From an optimization exercise on the open Yosys and OpenROAD flow, aimed at small area, a short achievable clock period and few clock cycles per item; shortcuts taken in it are not production practice. Where RTL was checked, it was by simulation tests only, not by an equivalence proof against the original.

Design serac_cascade, start of the top module:
module serac_cascade (
    input  wire        clk,
    input  wire        rst,         
    input  wire        cfg_we,
    input  wire [5:0]  cfg_addr,    
    input  wire [31:0] cfg_data,
    input  wire        clr_state,   
    input  wire        in_valid,
    output wire        in_ready,
    input  wire [31:0] in_x,
    output reg         out_valid,
    output reg  [31:0] out_y
);
Size: ~19000 cells after synthesis, ~110 I/O pins.
clock: 20.0 ns
lec_check: 0
cap_margin: 20
core_margin: 2
core_utilization: 40
place_density: 0.6
setup_slack_margin: 0.5
slew_margin: 20
standard.sh (not shown) runs the stock make flow with config.mk's settings and CLKGATE_MAP_FILE= SYNTH_SCRIPT=/design/flow/synth_recipe.tcl, a recipe that flattens the netlist after the stock synthesis.
==> flow/flow/run.sh <==
#!/bin/bash
set -euo pipefail
R=$PWD/orfs/results/sky130hd/serac_cascade/base
bash standard.sh synth > synth.log 2>&1
python3 flow/fa_polarity.py $R/1_2_yosys.v $R/1_2_yosys.pol.v > fa_polarity.log 2>&1
cp $R/1_2_yosys.v $R/1_2_yosys.std.v
mv $R/1_2_yosys.pol.v $R/1_2_yosys.v
rm -f $R/1_synth.odb $R/1_synth.sdc
bash standard.sh SETUP_SLACK_MARGIN=15 \
    "BUFFER_PORTS_ARGS=-buffer_cell sky130_fd_sc_hd__buf_4" \
    CTS_CLUSTER_SIZE=30 CTS_CLUSTER_DIAMETER=80 \
    finish > standard_flow.log 2>&1
Other scripts of this flow, unchanged in this note and not shown: flow/flow/fa_polarity.py
Testbench counts at the start, summed over its fixed seeds: cycles 18,610, items 3,840.
Next try:
--- a/flow/flow/run.sh
+++ b/flow/flow/run.sh
@@ -11 +11 @@
-    CTS_CLUSTER_SIZE=30 CTS_CLUSTER_DIAMETER=80 \
+    CTS_CLUSTER_SIZE=22 CTS_CLUSTER_DIAMETER=60 \
Wire length increases by about 0.4%.
Utilization increases by 0.78 points.
Sequential cell count is unchanged.
Die area stays the same.
Via count increases by about 0.7%.
Setup slack improved by 28 ps.

* * *

Another version of the RTL of serac_cascade (not shown whole).
For scale: roughly 110 I/O pins.
clock: 20.0 ns
lec_check: 0
cap_margin: 20
core_margin: 2
core_utilization: 40
place_density: 0.6
setup_slack_margin: 0.5
slew_margin: 20
==> flow/flow/run.sh <==
#!/bin/bash
set -euo pipefail
R=$PWD/orfs/results/sky130hd/serac_cascade/base
bash standard.sh synth > synth.log 2>&1
python3 flow/fa_polarity.py $R/1_2_yosys.v $R/1_2_yosys.pol.v > fa_polarity.log 2>&1
cp $R/1_2_yosys.v $R/1_2_yosys.std.v
mv $R/1_2_yosys.pol.v $R/1_2_yosys.v
rm -f $R/1_synth.odb $R/1_synth.sdc
bash standard.sh SETUP_SLACK_MARGIN=15 \
    "BUFFER_PORTS_ARGS=-buffer_cell sky130_fd_sc_hd__buf_4" \
    CTS_CLUSTER_SIZE=26 CTS_CLUSTER_DIAMETER=70 GPL_TIMING_DRIVEN=1 CORE_UTILIZATION=62 PLACE_DENSITY=0.76 \
    finish > standard_flow.log 2>&1
Other scripts of this flow, unchanged in this note and not shown: flow/flow/fa_polarity.py
The first run completed, yet does not pass: capacitance limit, slew limit.
Then changed:
--- a/flow/flow/run.sh
+++ b/flow/flow/run.sh
@@ -11 +11 @@
-    CTS_CLUSTER_SIZE=26 CTS_CLUSTER_DIAMETER=70 GPL_TIMING_DRIVEN=1 CORE_UTILIZATION=62 PLACE_DENSITY=0.76 \
+    CTS_CLUSTER_SIZE=26 CTS_CLUSTER_DIAMETER=70 GPL_TIMING_DRIVEN=1 \
Outcome:
- With this change the flow finished with timing, DRC and antenna clean
- first-iteration DRC count falls by about 20%
- area after synthesis is unchanged
- utilization drops by 23 points
- die area went up by about 55%
No run of this note included a check of the RTL's function; only the layout flow was run.

* * *

yarrow:
Another version of the RTL of serac_cascade (not shown whole).
Size: roughly 19,000 cells after synthesis, about 110 I/O pins, about 220,000 µm² of cells after synthesis.
// serac_cascade
module serac_cascade (
    input  wire        clk,
    input  wire        rst,         
    input  wire        cfg_we,
    input  wire [5:0]  cfg_addr,    
    input  wire [31:0] cfg_data,
    input  wire        clr_state,   
    input  wire        in_valid,
    output wire        in_ready,
    input  wire [31:0] in_x,
    output reg         out_valid,
    output reg  [31:0] out_y
);
==> flow/config.mk <==
export PLATFORM = sky130hd
export DESIGN_NAME = serac_cascade
export DESIGN_NICKNAME = serac_cascade
export VERILOG_FILES = /design/flow/design.v
export SDC_FILE = /design/flow/constraint.sdc
export NUM_CORES = 8
export LEC_CHECK = 0
export CAP_MARGIN = 20
export CORE_MARGIN = 2
export CORE_UTILIZATION = 40
export PLACE_DENSITY = 0.6
export SETUP_SLACK_MARGIN = 0.5
export SLEW_MARGIN = 20
==> flow/constraint.sdc <==
create_clock -name core_clock -period 20.0 [get_ports {clk}]
set_input_delay 4.0000 -clock core_clock [delete_from_list [all_inputs] [get_ports {clk}]]
set_output_delay 4.0000 -clock core_clock [all_outputs]
set_load 0.01 [all_outputs]
==> flow/flow/run.sh <==
#!/bin/bash
set -euo pipefail
R=$PWD/orfs/results/sky130hd/serac_cascade/base
bash standard.sh synth > synth.log 2>&1
python3 flow/fa_polarity.py $R/1_2_yosys.v $R/1_2_yosys.pol.v > fa_polarity.log 2>&1
cp $R/1_2_yosys.v $R/1_2_yosys.std.v
mv $R/1_2_yosys.pol.v $R/1_2_yosys.v
rm -f $R/1_synth.odb $R/1_synth.sdc
bash standard.sh SETUP_SLACK_MARGIN=15 \
    "BUFFER_PORTS_ARGS=-buffer_cell sky130_fd_sc_hd__buf_4" \
    CTS_CLUSTER_SIZE=26 CTS_CLUSTER_DIAMETER=70 GPL_TIMING_DRIVEN=1 CORE_UTILIZATION=55 PLACE_DENSITY=0.7 \
    finish > standard_flow.log 2>&1
Other scripts of this flow, unchanged in this note and not shown: flow/flow/fa_polarity.py
Relative to yarrow, the following input files were edited for fjord:
--- a/flow/flow/run.sh
+++ b/flow/flow/run.sh
@@ -9,4 +9,4 @@
 bash standard.sh SETUP_SLACK_MARGIN=15 \
     "BUFFER_PORTS_ARGS=-buffer_cell sky130_fd_sc_hd__buf_4" \
-    CTS_CLUSTER_SIZE=26 CTS_CLUSTER_DIAMETER=70 GPL_TIMING_DRIVEN=1 CORE_UTILIZATION=55 PLACE_DENSITY=0.7 \
+    CTS_CLUSTER_SIZE=26 CTS_CLUSTER_DIAMETER=70 GPL_TIMING_DRIVEN=1 \
     finish > standard_flow.log 2>&1
--- outcome ---
fjord closes out successfully: all stages finished, all timing, DRC and antenna checks passed.
Sequential cell count: fjord vs yarrow identical
Across both runs, final critical path time including I/O delays and setup was higher for fjord than for yarrow.
In fjord the total wire length after detailed routing turned out 4.9% higher than in yarrow.
No run of this note included a check of the RTL's function; only the layout flow was run.

* * *

Another version of the RTL of serac_cascade (not shown whole).
Size in the first run: roughly 21000 cells after synthesis, ~3200 flip-flops, about 110 I/O pins, about 240000 µm² of cells after synthesis.
Settings: LEC_CHECK=0, CAP_MARGIN=20, CORE_MARGIN=2, CORE_UTILIZATION=40, PLACE_DENSITY=0.6, SETUP_SLACK_MARGIN=0.5, SLEW_MARGIN=20; clock period 20.0 ns.
==> flow/flow/run.sh <==
#!/bin/bash
set -euo pipefail
bash standard.sh SETUP_SLACK_MARGIN=14 finish > standard_flow.log 2>&1
The baseline ran to the end with violations: antenna violations.
==> next run, changes <==
==> flow/flow/run.sh (replaced) <==
#!/bin/bash
set -euo pipefail
bash standard.sh SETUP_SLACK_MARGIN=14.5 \
    "BUFFER_PORTS_ARGS=-buffer_cell sky130_fd_sc_hd__buf_4" \
    finish > standard_flow.log 2>&1
The new run completed with no timing, DRC or antenna violations.
Hold slack gains 0.0083 ns.
Final area grows slightly.
Sequential share of layout area drops by 0.24 points.
Synthesized cell count stays the same.
Area after synthesis stays the same.
Non-clock buffer count went up by 73.
Wire length falls slightly.
Die area stays the same.
Final cell count is about the same.
No run of this note included a check of the RTL's function; only the layout flow was run.

* * *

== alpha ==
Another version of the RTL of serac_cascade (not shown whole).
Size: about 19000 cells after synthesis, ~110 I/O pins, roughly 220000 sq um of cells after synthesis.
export LEC_CHECK = 0
export CAP_MARGIN = 20
export CORE_MARGIN = 2
export CORE_UTILIZATION = 40
export PLACE_DENSITY = 0.6
export SETUP_SLACK_MARGIN = 0.5
export SLEW_MARGIN = 20
create_clock -name core_clock -period 20.0 [get_ports {clk}]
==> flow/flow/run.sh <==
#!/bin/bash
set -euo pipefail
R=$PWD/orfs/results/sky130hd/serac_cascade/base
bash standard.sh synth > synth.log 2>&1
python3 flow/fa_polarity.py $R/1_2_yosys.v $R/1_2_yosys.pol.v > fa_polarity.log 2>&1
cp $R/1_2_yosys.v $R/1_2_yosys.std.v
mv $R/1_2_yosys.pol.v $R/1_2_yosys.v
rm -f $R/1_synth.odb $R/1_synth.sdc
bash standard.sh SETUP_SLACK_MARGIN=15 \
    "BUFFER_PORTS_ARGS=-buffer_cell sky130_fd_sc_hd__buf_4" \
    CTS_CLUSTER_SIZE=26 CTS_CLUSTER_DIAMETER=70 REMOVE_ABC_BUFFERS=1 \
    finish > standard_flow.log 2>&1
Other scripts of this flow, unchanged in this note and not shown: flow/flow/fa_polarity.py
Relative to alpha, the following input files were edited for beta:
--- a/flow/flow/run.sh
+++ b/flow/flow/run.sh
@@ -9,4 +9,4 @@
 bash standard.sh SETUP_SLACK_MARGIN=15 \
     "BUFFER_PORTS_ARGS=-buffer_cell sky130_fd_sc_hd__buf_4" \
-    CTS_CLUSTER_SIZE=26 CTS_CLUSTER_DIAMETER=70 REMOVE_ABC_BUFFERS=1 \
+    CTS_CLUSTER_SIZE=26 CTS_CLUSTER_DIAMETER=70 \
     finish > standard_flow.log 2>&1
### Flow results
Via density per instance shrinks slightly when moving from alpha to beta. On routability-driven placement congestion ratio, beta tracks alpha almost exactly. Route | beta vs alpha | wire shorter in beta. beta vs alpha — post-detailed-route wirelength per cell dropped slightly. The sequential cell area was comparable across alpha and beta.
Function was not checked in any run of this note: the RTL went through the layout flow alone.

port drivers added, routing unchanged:
Ports are ideal in the flow. The routed layouts listed here were re-timed in OpenROAD. Step 1, drivers: a clkbuf_16 drives clk and a buf_2 each remaining input, both assumed. Step 2 adds t to the input delays and takes it off the output delays; t is the mean of the earliest and latest rising clock arrival at the registers after step 1. Input paths then give back, and output paths get back, about the clock's delay inside the block. a / b / c = no drivers / after step 1 / after step 2; a / b = the first two.
run | t, ns | setup slack, ns | worst setup path after step 2 | cell pins on the clock port's net
the first run of note 1 | 1.085 | 14.307 / 14.191 / 13.763 | input to register | 1
the second run of note 1 | 1.098 | 14.335 / 14.217 / 13.752 | input to register | 1
the first run of note 2 | 1.108 | 14.480 / 14.355 / 13.874 | input to register | 1
the second run of note 2 | 1.102 | 14.314 / 14.198 / 14.052 | input to register | 1
yarrow | 1.107 | 14.526 / 14.415 / 14.035 | input to register | 1
fjord | 1.122 | 14.433 / 14.322 / 13.939 | input to register | 1
the first run of note 4 | 1.152 | 13.904 / 13.871 / 13.904 | register to register | 1
the second run of note 4 | 1.153 | 14.057 / 14.057 / 14.057 | register to register | 1
alpha | 1.123 | 14.364 / 14.244 / 13.469 | input to register | 1
beta | 1.124 | 14.458 / 14.344 / 13.428 | input to register | 1
The setup slack of beta, which loses most, moves by -0.114 ns with the drivers and by -1.030 ns with both steps.
